From an optimization exercise on the open Yosys and OpenROAD flow, aimed at small area and a short achievable clock period; shortcuts taken in it are not production practice.
Only simulation tests tie the RTL to the original design; equivalence was not proved.
Power and IR drop assume default switching activity.

==> flow/run.sh <==
#!/bin/bash
# synth_recipe.tcl (not shown) runs the flow's synth.tcl, then flattens the netlist and writes it again
# the make line also repeats each setting of config.mk as NAME=value (left out here)
make -C /OpenROAD-flow-scripts/flow DESIGN_CONFIG=/design/flow/config.mk WORK_HOME=/design/flow/orfs CLKGATE_MAP_FILE= SYNTH_SCRIPT=/design/flow/synth_recipe.tcl finish
==> flow/config.mk <==
export PLATFORM = sky130hd
export DESIGN_NAME = cic5
export DESIGN_NICKNAME = cic5
export VERILOG_FILES = /design/flow/design.v
export SDC_FILE = /design/flow/constraint.sdc
export NUM_CORES = 4
export LEC_CHECK = 0
export CAP_MARGIN = 20
export CORE_MARGIN = 2
export CORE_UTILIZATION = 30
export PLACE_DENSITY = 0.45
export SLEW_MARGIN = 20
==> flow/constraint.sdc <==
create_clock -name core_clock -period 15.0 [get_ports {clk}]
set_input_delay 3.0000 -clock core_clock [delete_from_list [all_inputs] [get_ports {clk}]]
set_output_delay 3.0000 -clock core_clock [all_outputs]
set_load 0.01 [all_outputs]
==> flow/design.v <==
module cic5 (
    input  wire        clk,
    input  wire        rst,           
    input  wire        start,         
    input  wire [2:0]  cfg_order,     
    input  wire [12:0] cfg_ratio,     
    input  wire        in_valid,
    input  wire [19:0] in_i,          
    input  wire [19:0] in_q,
    output reg         out_valid,
    output reg  [23:0] out_i,         
    output reg  [23:0] out_q
);
    localparam W = 80;
    reg  [2:0]  order;
    reg  [12:0] ratio;
    reg  [12:0] phase;                
    reg  [63:0] gain;
    reg  [2:0]  gain_left;            
    reg  [5:0]  shift;
    reg  [W-1:0] int_i [0:4];
    reg  [W-1:0] int_q [0:4];
    reg  [W-1:0] dly_i [0:4];         
    reg  [W-1:0] dly_q [0:4];
    reg          dec_valid;
    reg  [W-1:0] dec_i;
    reg  [W-1:0] dec_q;
    reg          cmb_valid;
    reg  [W-1:0] cmb_i;
    reg  [W-1:0] cmb_q;
    wire [W-1:0] in_i_ext = {{(W-20){in_i[19]}}, in_i};
    wire [W-1:0] in_q_ext = {{(W-20){in_q[19]}}, in_q};
    reg  [W-1:0] a_i [0:4];
    reg  [W-1:0] a_q [0:4];
    integer a;
    always @(*) begin
        a_i[0] = int_i[0] + in_i_ext;
        a_q[0] = int_q[0] + in_q_ext;
        for (a = 1; a < 5; a = a + 1) begin
            a_i[a] = int_i[a] + a_i[a-1];
            a_q[a] = int_q[a] + a_q[a-1];
        end
    end
    wire [W-1:0] top_i = (order == 3'd3) ? a_i[2] : (order == 3'd4) ? a_i[3] : a_i[4];
    wire [W-1:0] top_q = (order == 3'd3) ? a_q[2] : (order == 3'd4) ? a_q[3] : a_q[4];
    reg  [W-1:0] c_i [0:5];
    reg  [W-1:0] c_q [0:5];
    integer c;
    always @(*) begin
        c_i[0] = dec_i;
        c_q[0] = dec_q;
        for (c = 0; c < 5; c = c + 1) begin
            if (c < order) begin
                c_i[c+1] = c_i[c] - dly_i[c];
                c_q[c+1] = c_q[c] - dly_q[c];
            end else begin
                c_i[c+1] = c_i[c];
                c_q[c+1] = c_q[c];
            end
        end
    end
    function [5:0] clog2_64;
        input [63:0] g;
        reg   [63:0] m;
        integer b;
        begin
            m = g - 64'd1;
            clog2_64 = 6'd0;
            for (b = 0; b < 64; b = b + 1)
                if (m[b]) clog2_64 = b[5:0] + 6'd1;
        end
    endfunction
    function [23:0] rne_shift;
        input [W-1:0] v;
        input [5:0]   sh;
        reg   [W-1:0] q;
        reg   [W-1:0] rem;
        reg   [W-1:0] half;
        begin
            q    = $signed(v) >>> sh;
            rem  = v & ((80'd1 << sh) - 80'd1);
            half = 80'd1 << (sh - 6'd1);
            if (rem > half || (rem == half && q[0]))
                q = q + 80'd1;
            rne_shift = q[23:0];
        end
    endfunction
    integer n;
    always @(posedge clk) begin
        if (rst) begin
            order     <= 3'd3;
            ratio     <= 13'd4;
            phase     <= 13'd0;
            gain      <= 64'd1;
            gain_left <= 3'd0;
            shift     <= 6'd0;
            dec_valid <= 1'b0;
            dec_i     <= {W{1'b0}};
            dec_q     <= {W{1'b0}};
            cmb_valid <= 1'b0;
            cmb_i     <= {W{1'b0}};
            cmb_q     <= {W{1'b0}};
            out_valid <= 1'b0;
            out_i     <= 24'd0;
            out_q     <= 24'd0;
            for (n = 0; n < 5; n = n + 1) begin
                int_i[n] <= {W{1'b0}};
                int_q[n] <= {W{1'b0}};
                dly_i[n] <= {W{1'b0}};
                dly_q[n] <= {W{1'b0}};
            end
        end else if (start) begin
            order     <= cfg_order;
            ratio     <= cfg_ratio;
            phase     <= 13'd0;
            gain      <= {51'd0, cfg_ratio};
            gain_left <= cfg_order - 3'd1;
            dec_valid <= 1'b0;
            cmb_valid <= 1'b0;
            out_valid <= 1'b0;
            for (n = 0; n < 5; n = n + 1) begin
                int_i[n] <= {W{1'b0}};
                int_q[n] <= {W{1'b0}};
                dly_i[n] <= {W{1'b0}};
                dly_q[n] <= {W{1'b0}};
            end
        end else begin
            if (gain_left != 3'd0) begin
                gain      <= gain * {51'd0, ratio};
                gain_left <= gain_left - 3'd1;
            end
            shift <= clog2_64(gain);
            if (in_valid) begin
                for (n = 0; n < 5; n = n + 1) begin
                    int_i[n] <= a_i[n];
                    int_q[n] <= a_q[n];
                end
            end
            dec_valid <= 1'b0;
            if (in_valid) begin
                if (phase == ratio - 13'd1) begin
                    phase     <= 13'd0;
                    dec_valid <= 1'b1;
                    dec_i     <= top_i;
                    dec_q     <= top_q;
                end else begin
                    phase <= phase + 13'd1;
                end
            end
            cmb_valid <= dec_valid;
            if (dec_valid) begin
                cmb_i <= c_i[5];
                cmb_q <= c_q[5];
                for (n = 0; n < 5; n = n + 1) begin
                    dly_i[n] <= c_i[n];
                    dly_q[n] <= c_q[n];
                end
            end
            out_valid <= cmb_valid;
            if (cmb_valid) begin
                out_i <= rne_shift(cmb_i, shift - 6'd4);
                out_q <= rne_shift(cmb_q, shift - 6'd4);
            end
        end
    end
endmodule
==> out/qor.yml <==
outcome: "complete, no violations"
p_switching_w: 0.0311
multi_input_area_mm2: 0.151
switching_share_pct: 48.6
cp.buffers_inverters: 8
drtAntennaViolNets: 0
die_y_um: 827
cts_buffers: 297
synthTopCellsByCount: "nor2_1, nand2_1, a21oi_1, inv_1, dfxtp_1"
yosys_warnings: 9
chipWidth_um: 827
synthArstFlopShare_pct: 0
p_leak_nw: 109
crit_cells: 71
insertion_delay_ns: 1.05
die_area_mm2: 0.684
rows: 302
arrival_ns: 15.35
finalNonFillerCells: 37700
hold_viol: 0
synth.top_cells.by_area: "dfxtp_1, ha_1, mux2i_1"
final.min_clock_period_ns: 14.45
grt_antenna_before_repair: 18
grt_pass1_vias: 185000
ir_drop_v: 0.000209
drt_iter0_markers: 12400
worstPathMaxFanout: 4
p_int_w: 0.0329
max-cap-violations: 0
max_stage_delay_ns: 0.56
synth.largest_area_cell: "dfxtp_1"
worstReg2RegStart: "dec_q[0]"
clockPowerShare_pct: 12.1
cp_common_cell: "a21o_1"
yosys.cell_count.top_type: "nor2_1"
worstSetupStartpointType: "input pin"
avgSynthCellArea_um2: 7.71
routedWlPerCell_um: 19.5
synth-main-ff-cell: "dfxtp_1"
post-route-drc-count: 0
hold_start: "out_q[1]"
grt_max_degree: 169
tightest_slew_ns: 1.17
grt.total_usage_pct: 20.7
vias: 192000
cp_top_family: "compound AO/OA/AOI/OAI gates"
crit_start: "in_i[5]"
drive_gt1_share_pct: 14.9
clock_path_buffers: 4
dp_hpwl_um: 564000
first_pass_iters: 8
crit_path_end_kind: "flop"
setup_viol: 0
yosysSeqAreaShare_pct: 20.4
nets: 31000
preCtsSetupSlack_ns: -1.83
path_clk_slew_ns: 0.06
htreeDepth: 5
gp_congestion: 0.907
reg2reg_depth: 73
whs_path_depth: 2
netlist_instances: 26400
avgViaCountPerCell: 5.10
ys_types: 99
start_util_pct: 30.1
finalWirelength_um: 736000
grt-ovfl-total: 0
power_density_mw_per_mm2: 259
p_seq_share_pct: 9.7
synth_edf_count: 0
io_pins: 109
grt_pass1_wl_um: 1130000
synth_area_mm2: 0.203
fmax_ghz: 0.0692
required_ns: 15.90
regToRegSetupSlack_ns: 0.90
slowest_stage: "clkdlybuf4s50_1"
yosys.area.top_type_share_pct: 20.4
min_path_type: "flop to flop"
port_buffers: 108
fin_ws_ns: 0.553
final.setup_skew_ns: 0.109
numClockSinks: 2073
core_area_mm2: 0.676
seq_area_mm2: 0.0416
dp.cells: 37100
area_growth_pct: 21.2
cts_root_buf: "clkbuf_16"
relSlewSlack_pct: 21.2
pwr-share-comb_pct: 78.2
cts_tree: "built"
finalCritPeriodShare_pct: 96.3
crit_type: "input pin to flop"
synth-seq-cells: 2073
nFillCells: 70900
slew_violations: 0
-- area by class of cell --
class                           count  share of cell area, %
Inverter                         2119                   3.23
Timing Repair Buffer             3092                   9.66
Clock inverter                    128                  0.814
Antenna cell                        5                0.00508
Tap cell                         8968                   4.55
Multi-Input combinational cell  20900                   61.4
Sequential cell                  2073                   16.9
Clock buffer                      416                   3.50
-- flip-flops by register name, summed over array words and instances, names as in the netlist, 13 cells and up --
| name | cells |
|---|---|
| dly_i | 400 |
| dly_q | 400 |
| int_i | 400 |
| int_q | 400 |
| cmb_i | 80 |
| cmb_q | 80 |
| dec_i | 80 |
| dec_q | 80 |
| gain | 64 |
| out_i | 24 |
| out_q | 24 |
| phase | 13 |
| ratio | 13 |
-- power groups by stage --
stage          logic (W)  clock network [W]  registers (W)
2_1_floorplan     0.0308                  0        0.00611
3_3_place_gp      0.0487                  0        0.00629
3_5_place_dp      0.0487                  0        0.00629
4_1_cts           0.0490            0.00802        0.00617
5_1_grt           0.0550            0.00821        0.00621
6_report          0.0500            0.00777        0.00618
-- metrics by stage --
step	hold slack [ns]	setup TNS, ns	utilization (%)	area, um2	total power (W)
floorplan	0.441	0	-	203000	0.0369
global placement	0.445	-106.48	34.5	233000	0.0550
detailed placement	0.451	-100.02	34.5	233000	0.0550
CTS	0.461	0	36.1	244000	0.0632
global route	0.474	-0.674	36.5	246000	0.0694
finish	0.460	0	36.5	246000	0.0639
-- kinds of logic after synthesis --
kind of cell | synth area share (%)
AND/OR/NAND/NOR | 17.3
AO/OA/AOI/OAI | 23.0
buffers and inverters | 6.30
adder cells (fa/ha/maj) | 17.3
flip-flops | 20.4
XOR/XNOR | 7.15
multiplexers | 8.49
other | 0.00184
-- repair_timing --
item | in CTS | in global routing
hold buffers | 0 | 0
resized for setup | 35 | 478
setup endpoints to repair | 34 | 148
pin swaps | 12 | 225
buffers inserted | 5 | 54
-- tightest hold or removal path, delay by kind of cell, from the launching register on --
| family | cells | cell delay (ns) |
|---|---|---|
| AO/OA/AOI/OAI | 1 | 0.05 |
| flip-flops | 1 | 0.31 |
| AND/OR/NAND/NOR | 1 | 0.05 |
-- placed cells by master (no fill, tap or decap), types with 210 or more instances in the layout --
| cell | count |
|---|---|
| nor3_1 | 355 |
| xor2_1 | 513 |
| fa_1 | 627 |
| nor2_1 | 3025 |
| a31oi_1 | 210 |
| nor2b_1 | 251 |
| inv_1 | 2112 |
| and3_1 | 224 |
| o21a_1 | 282 |
| o21bai_1 | 340 |
| nand2b_1 | 220 |
| nand2_1 | 2380 |
| ha_1 | 1790 |
| nand3_1 | 377 |
| and2_1 | 389 |
| a21oi_1 | 2242 |
| nand4_1 | 234 |
| dfxtp_1 | 2050 |
| xnor2_1 | 1082 |
| o21ai_0 | 1301 |
| a21o_1 | 997 |
| buf_4 | 2957 |
| mux2i_1 | 1288 |
| a211oi_1 | 648 |
| clkbuf_16 | 302 |
-- routing by layer --
| metal | routed length (um) | GRT usage [%] | vias up |
|---|---|---|---|
| li1 | - | - | 96700 |
| met1 | 373000 | 30.7 | 91100 |
| met2 | 314000 | 32.2 | 3773 |
| met3 | 31200 | 2.05 | 796 |
| met4 | 17600 | 4.52 | 4 |
| met5 | 22 | 0 | - |
-- path summary, 6_finish.rpt --
| path | end |
|---|---|
| setup / recovery | dec_i[76] |
| hold / removal | out_q[1] |
| setup reg to reg | cmb_q[76] |
| hold reg to reg | out_q[1] |

## separate check: timing with driven ports
How much do the figures lean on ideal ports? The routed layout below was timed once more, with nothing changed but the port constraints.
Step 1, drivers: a clkbuf_16 drives clk and a buf_2 each remaining input, both assumed.
Step 2 adds t to the input delays and takes it off the output delays; t is the mean of the earliest and latest rising clock arrival at the registers after step 1. Input paths then give back, and output paths get back, about the clock's delay inside the block.
a / b / c = no drivers / after step 1 / after step 2; a / b = the first two.
shift t [ns]: 1.132
setup WS [ns]: 0.553 / 0.572 / -0.560
worst data-port slew with drivers (ns): 0.15
With both steps, setup timing fails in this run, where it was met with ideal ports. The setup slack of this run moves by +0.019 ns with the drivers and by -1.113 ns with both steps.
